This design comes from an exercise in tuning for small area, a short achievable clock period and few clock cycles per item on the open sky130 flow, not from production work. At most, simulation tests tie the RTL to the original design; equivalence was not proved. Power figures rest on the tool's default switching activity, not on a simulated workload.

## the previous run
==> flow/design.v <==
module div_sqrt (
    input  wire        clk,
    input  wire        rst,
    input  wire        in_valid,
    output wire        in_ready,
    input  wire        op,         
    input  wire [31:0] a,
    input  wire [31:0] b,
    input  wire [4:0]  s,
    output reg         out_valid,
    output wire [31:0] result,
    output reg         sat
);
    localparam [1:0] S_IDLE = 2'd0, S_NORM = 2'd1, S_ITER = 2'd2, S_FIN = 2'd3;
    reg [1:0]  state;
    reg [5:0]  cnt;           
    reg        r_op;
    reg        r_aneg;        
    reg        r_neg;         
    reg [4:0]  r_s;
    reg [4:0]  za, zb;        
    reg        a_zero, b_zero;
    reg        a_ovf, b_ovf;   
    reg        f_force;       
    reg        f_zero;        
    reg        f_sat;         
    reg        f_neg;         
    reg [33:0] R;             
    reg [31:0] D;             
    reg        Ds;
    reg [33:0] Q;             
    reg        stk;           
    reg        fin2;          
    wire       need_stk = (state == S_FIN) & ~fin2 & ~r_op & ~f_force & Q[0] & ~Q[1];
    assign in_ready = (state == S_IDLE) || ((state == S_FIN) && !need_stk);
    wire   accept   = in_valid && in_ready;
    assign result   = Q[31:0];
    wire [31:0] a_abs = a[31] ? (32'd0 - a) : a;
    wire [31:0] r_in  = (op && s[0]) ? {a[30:0], 1'b0} : a_abs;
    function [4:0] lzc32;
        input [31:0] x;
        reg   [15:0] h;
        reg   [7:0]  g;
        reg   [3:0]  f;
        reg   [1:0]  e;
        begin
            lzc32[4] = ~|x[31:16];
            h        = lzc32[4] ? x[15:0] : x[31:16];
            lzc32[3] = ~|h[15:8];
            g        = lzc32[3] ? h[7:0] : h[15:8];
            lzc32[2] = ~|g[7:4];
            f        = lzc32[2] ? g[3:0] : g[7:4];
            lzc32[1] = ~|f[3:2];
            e        = lzc32[1] ? f[1:0] : f[3:2];
            lzc32[0] = ~e[1];
        end
    endfunction
    wire [4:0]  la_in = lzc32((op && s[0]) ? {a[30:0], 1'b0} : (a ^ {32{a[31]}}));
    wire [4:0]  lb_in = lzc32(b ^ {32{b[31]}});
    wire [4:0]  las   = {za[4:1], 1'b0};         
    wire [31:0] ash   = R[31:0] << (r_op ? las : za);
    wire [32:0] bsh   = {Ds, D} << zb;
    wire        a_sh_ovf = ~ash[31] & ~a_zero;
    wire        b_sh_ovf = Ds & ~|bsh[31:0];
    wire [31:0] an    = {r_op ? ash[31] : ~a_zero, ash[30:0]};
    wire [32:0] bn    = bsh;
    wire [7:0]  e_nov     = {3'd0, r_s} - {3'd0, za} + {3'd0, zb};   
    wire [5:0]  last_sqrt = 6'd16 + {2'd0, r_s[4:1]} - {2'd0, za[4:1]};
    wire [5:0]  last_n    = r_op ? last_sqrt : (e_nov[5:0] + 6'd1);
    reg  [5:0]  last_r;
    reg         lo_m, lo_0, lo_p, hi_m, hi_0, hi_p;    
    wire        e_low     = (a_ovf & ~b_ovf) ? lo_p : (~a_ovf & b_ovf) ? lo_m : lo_0;  
    wire        e_high    = (a_ovf & ~b_ovf) ? hi_p : (~a_ovf & b_ovf) ? hi_m : hi_0;  
    wire        force_c   = r_op ? (r_aneg | a_zero)
                                 : (b_zero | a_zero | e_low | e_high);
    wire        fzero_c   = r_op | (b_zero ? a_zero : (a_zero | e_low));
    wire        fsat_c    = r_op ? r_aneg : (b_zero | (~a_zero & e_high));
    wire        fneg_c    = b_zero ? r_aneg : r_neg;
    wire        force_n   = r_op ? (r_aneg | a_zero) : (b_zero | a_zero);
    wire        fzero_n   = r_op | a_zero;
    wire        fsat_n    = r_op ? r_aneg : b_zero;
    wire        rnd    = (state == S_IDLE) || (state == S_FIN);
    wire        m      = ~R[33];               
    wire        k      = m ^ Ds;               
    wire [35:0] x      = rnd ? 36'd0 : {R[33:0], r_op ? Q[33:32] : 2'b00};
    wire [35:0] t      = {{2{Ds ^ k}}, D ^ {32{k}}, rnd | r_op | k, rnd | r_op | k};
    wire        cin    = rnd ? (r_neg ^ up) : (~r_op & k);
    wire [36:0] sum1   = {x, 1'b1} + {t, cin};            
    wire [35:0] sum    = sum1[36:1];
    wire        qb     = ~sum[35];
    wire [33:0] base   = Q;
    wire [32:0] bh     = base[33:1];
    wire        up     = base[0] & (r_op | stk | base[1]);
    wire        ovf    = r_neg ? (bh[32] | (bh[31] & (|bh[30:0] | up)))
                               : (|bh[32:31] | (&bh[30:0] & up));
    wire [31:0] sres   = sum[33:2];
    wire [31:0] fin_res = f_force ? (f_zero ? 32'd0 : (f_neg ? 32'h8000_0000 : 32'h7FFF_FFFF))
                        : ovf     ? (r_neg ? 32'h8000_0000 : 32'h7FFF_FFFF)
                        :           sres;
    wire        fin_sat = f_force ? f_sat : ovf;
    always @(posedge clk) begin
        if (rst) begin
            state     <= S_IDLE;
            out_valid <= 1'b0;
        end else begin
            out_valid <= (state == S_FIN) & ~need_stk;
            case (state)
                S_NORM:  state <= force_n ? S_FIN : S_ITER;
                S_ITER:  if (force_c || cnt == last_r) state <= S_FIN;
                default: state <= need_stk ? S_FIN : accept ? S_NORM : S_IDLE;
            endcase
        end
    end
    always @(posedge clk) begin
        sat  <= fin_sat;             
        fin2 <= need_stk;
        stk  <= |R;                  
        if (accept) begin
            r_op   <= op;
            r_aneg <= a[31];
            r_neg  <= ~op & (a[31] ^ b[31]);
            r_s    <= s;
            za     <= la_in;
            zb     <= lb_in;
            a_zero <= ~|a;
            b_zero <= ~|b;
        end
        case (state)
            S_NORM: begin
                a_ovf   <= a_sh_ovf;
                b_ovf   <= b_sh_ovf;
                cnt     <= {6{~r_op & a_sh_ovf}};    
                last_r  <= last_n;
                lo_m    <= e_nov[7];
                lo_0    <= e_nov[7] & (e_nov != 8'hFF);
                lo_p    <= e_nov[7] & (e_nov < 8'hFE);
                hi_m    <= ~e_nov[7] & (e_nov[6:0] > 7'd33);
                hi_0    <= ~e_nov[7] & (e_nov[6:0] > 7'd32);
                hi_p    <= ~e_nov[7] & (e_nov[6:0] > 7'd31);
                f_force <= force_n;
                f_zero  <= fzero_n;
                f_sat   <= fsat_n;
                f_neg   <= fneg_c;
                if (!r_op) begin
                    R <= {2'b00, an};
                    {Ds, D} <= bn;
                    Q <= 34'd0;
                end else begin
                    R <= 34'd0;
                    {Ds, D} <= 33'd0;
                    Q <= {an, 2'b00};
                end
            end
            S_ITER: begin
                f_force <= force_c;
                f_zero  <= fzero_c;
                f_sat   <= fsat_c;
                f_neg   <= fneg_c;
                cnt     <= cnt + 6'd1;
                if (cnt == last_r)
                    Ds  <= qb ^ r_neg;           
                if (!r_op) begin
                    R <= sum[34:1];
                    Q <= {Q[32:0], qb};
                    if (cnt == last_r)
                        D <= Q[31:0];
                end else begin
                    R <= sum[33:0];
                    if (cnt == last_r) begin
                        Q <= {1'b0, D, qb};
                    end else begin
                        D <= {D[30:0], qb};
                        Q <= {Q[31:0], 2'b00};
                    end
                end
            end
            default: begin   
                cnt <= 6'd0;
                R   <= {2'b00, r_in};
                if (!need_stk) begin
                    Q   <= {2'd0, fin_res};
                    f_force <= force_c;
                    f_zero  <= fzero_c;
                    f_sat   <= fsat_c;
                    f_neg   <= fneg_c;
                    D   <= b;
                    Ds  <= b[31];
                end
            end
        endcase
    end
endmodule
clock: 7.0 ns
lec_check: 0
abc_clock_period_in_ps: 2500
cap_margin: 20
core_margin: 2
core_utilization: 40
setup_slack_margin: 3.0
slew_margin: 20
run.sh (not shown) runs the stock make flow with config.mk's settings and CLKGATE_MAP_FILE= SYNTH_SCRIPT=/design/flow/synth_recipe.tcl, a recipe that flattens the netlist after the stock synthesis.
The previous run: flow completed, timing, DRC and antenna clean
[inputs] the current run vs the previous run
--- a/flow/design.v
+++ b/flow/design.v
@@ -28,12 +28,9 @@
     reg [33:0] R;             
     reg [31:0] D;             
     reg        Ds;
     reg [33:0] Q;             
-    reg        stk;           
-    reg        fin2;          
-    wire       need_stk = (state == S_FIN) & ~fin2 & ~r_op & ~f_force & Q[0] & ~Q[1];
-    assign in_ready = (state == S_IDLE) || ((state == S_FIN) && !need_stk);
+    assign in_ready = (state == S_IDLE) || (state == S_FIN);
     wire   accept   = in_valid && in_ready;
     assign result   = Q[31:0];
     wire [31:0] a_abs = a[31] ? (32'd0 - a) : a;
     wire [31:0] r_in  = (op && s[0]) ? {a[30:0], 1'b0} : a_abs;
@@ -89,9 +86,10 @@
     wire [35:0] sum    = sum1[36:1];
     wire        qb     = ~sum[35];
     wire [33:0] base   = Q;
     wire [32:0] bh     = base[33:1];
-    wire        up     = base[0] & (r_op | stk | base[1]);
+    wire        sticky = |R;                   
+    wire        up     = base[0] & (r_op | sticky | base[1]);
     wire        ovf    = r_neg ? (bh[32] | (bh[31] & (|bh[30:0] | up)))
                                : (|bh[32:31] | (&bh[30:0] & up));
     wire [31:0] sres   = sum[33:2];
     wire [31:0] fin_res = f_force ? (f_zero ? 32'd0 : (f_neg ? 32'h8000_0000 : 32'h7FFF_FFFF))
@@ -102,20 +100,18 @@
         if (rst) begin
             state     <= S_IDLE;
             out_valid <= 1'b0;
         end else begin
-            out_valid <= (state == S_FIN) & ~need_stk;
+            out_valid <= (state == S_FIN);
             case (state)
                 S_NORM:  state <= force_n ? S_FIN : S_ITER;
                 S_ITER:  if (force_c || cnt == last_r) state <= S_FIN;
-                default: state <= need_stk ? S_FIN : accept ? S_NORM : S_IDLE;
+                default: state <= accept ? S_NORM : S_IDLE;
             endcase
         end
     end
     always @(posedge clk) begin
-        sat  <= fin_sat;             
-        fin2 <= need_stk;
-        stk  <= |R;                  
+        sat <= fin_sat;              
         if (accept) begin
             r_op   <= op;
             r_aneg <= a[31];
             r_neg  <= ~op & (a[31] ^ b[31]);
@@ -174,19 +170,17 @@
                     end
                 end
             end
             default: begin   
+                Q   <= {2'd0, fin_res};
                 cnt <= 6'd0;
+                f_force <= force_c;
+                f_zero  <= fzero_c;
+                f_sat   <= fsat_c;
+                f_neg   <= fneg_c;
                 R   <= {2'b00, r_in};
-                if (!need_stk) begin
-                    Q   <= {2'd0, fin_res};
-                    f_force <= force_c;
-                    f_zero  <= fzero_c;
-                    f_sat   <= fsat_c;
-                    f_neg   <= fneg_c;
-                    D   <= b;
-                    Ds  <= b[31];
-                end
+                D   <= b;
+                Ds  <= b[31];
             end
         endcase
     end
 endmodule
### Flow results
Power in combinational cells, the current run vs the previous run: down by more than 10%
Sequential power, the current run vs the previous run: down by a few percent
Sort the current run and the previous run by critical path data arrival time, ascending, and the current run comes first.
Relative to the previous run, part of the total power dissipated in sequential elements has gone up in the current run.
Per the comparison of the current run with the previous run, total wire length dropped about 1.1%; number of cells traversed by the worst hold path fell by 1.
Compared with the previous run, in the current run distinct cell type count of the synthesized netlist decreased by 8.7% relative to the old numbers; routed wire length on met2 increased by 1.5% relative to the old numbers; shortest period the worst path allows increased by 0.10 ns relative to the old numbers; via count decreased by about 3.3% relative to the old numbers.
Going from the previous run to the current run, the number of well taps was found to have gone down by 53.
The sequential cell count of the current run is lower than that of the previous run.
In the flow results for the current run and the previous run, the via count normalized by instance count is larger on the current run.
Testbench counts of the current run, summed over its fixed seeds: cycles 37,466, items 2,400.
For the previous run, only the layout was checked, not whether the RTL still works.

## re-timing with driven ports
The results above use ideal ports. As a check the final layouts listed here were re-extracted and re-timed, cells and wires unchanged. Step 1 (the two cells are an assumption about what drives the block):
set clk [get_ports {clk}]
set_driving_cell -lib_cell sky130_fd_sc_hd__clkbuf_16 $clk
set_driving_cell -lib_cell sky130_fd_sc_hd__buf_2 [delete_from_list [all_inputs] $clk]
Step 2 also shifts input and output timing later by t, the mid clock arrival at the registers, as if the neighbouring blocks saw the same clock. Slacks: ideal ports / drivers / drivers and shift; pairs: ideal ports / drivers.
| run | t, ns | setup WS [ns] | worst data-port slew with drivers (ns) |
|---|---|---|---|
| the previous run | 0.530 | 2.962 / 2.962 / 2.605 | 0.05 |
| the current run | 0.523 | 2.862 / 2.862 / 2.577 | 0.05 |
After both steps every run listed still meets setup and hold. The setup slack of the previous run, which loses most, moves by 0.000 ns with the drivers and by -0.357 ns with both steps.
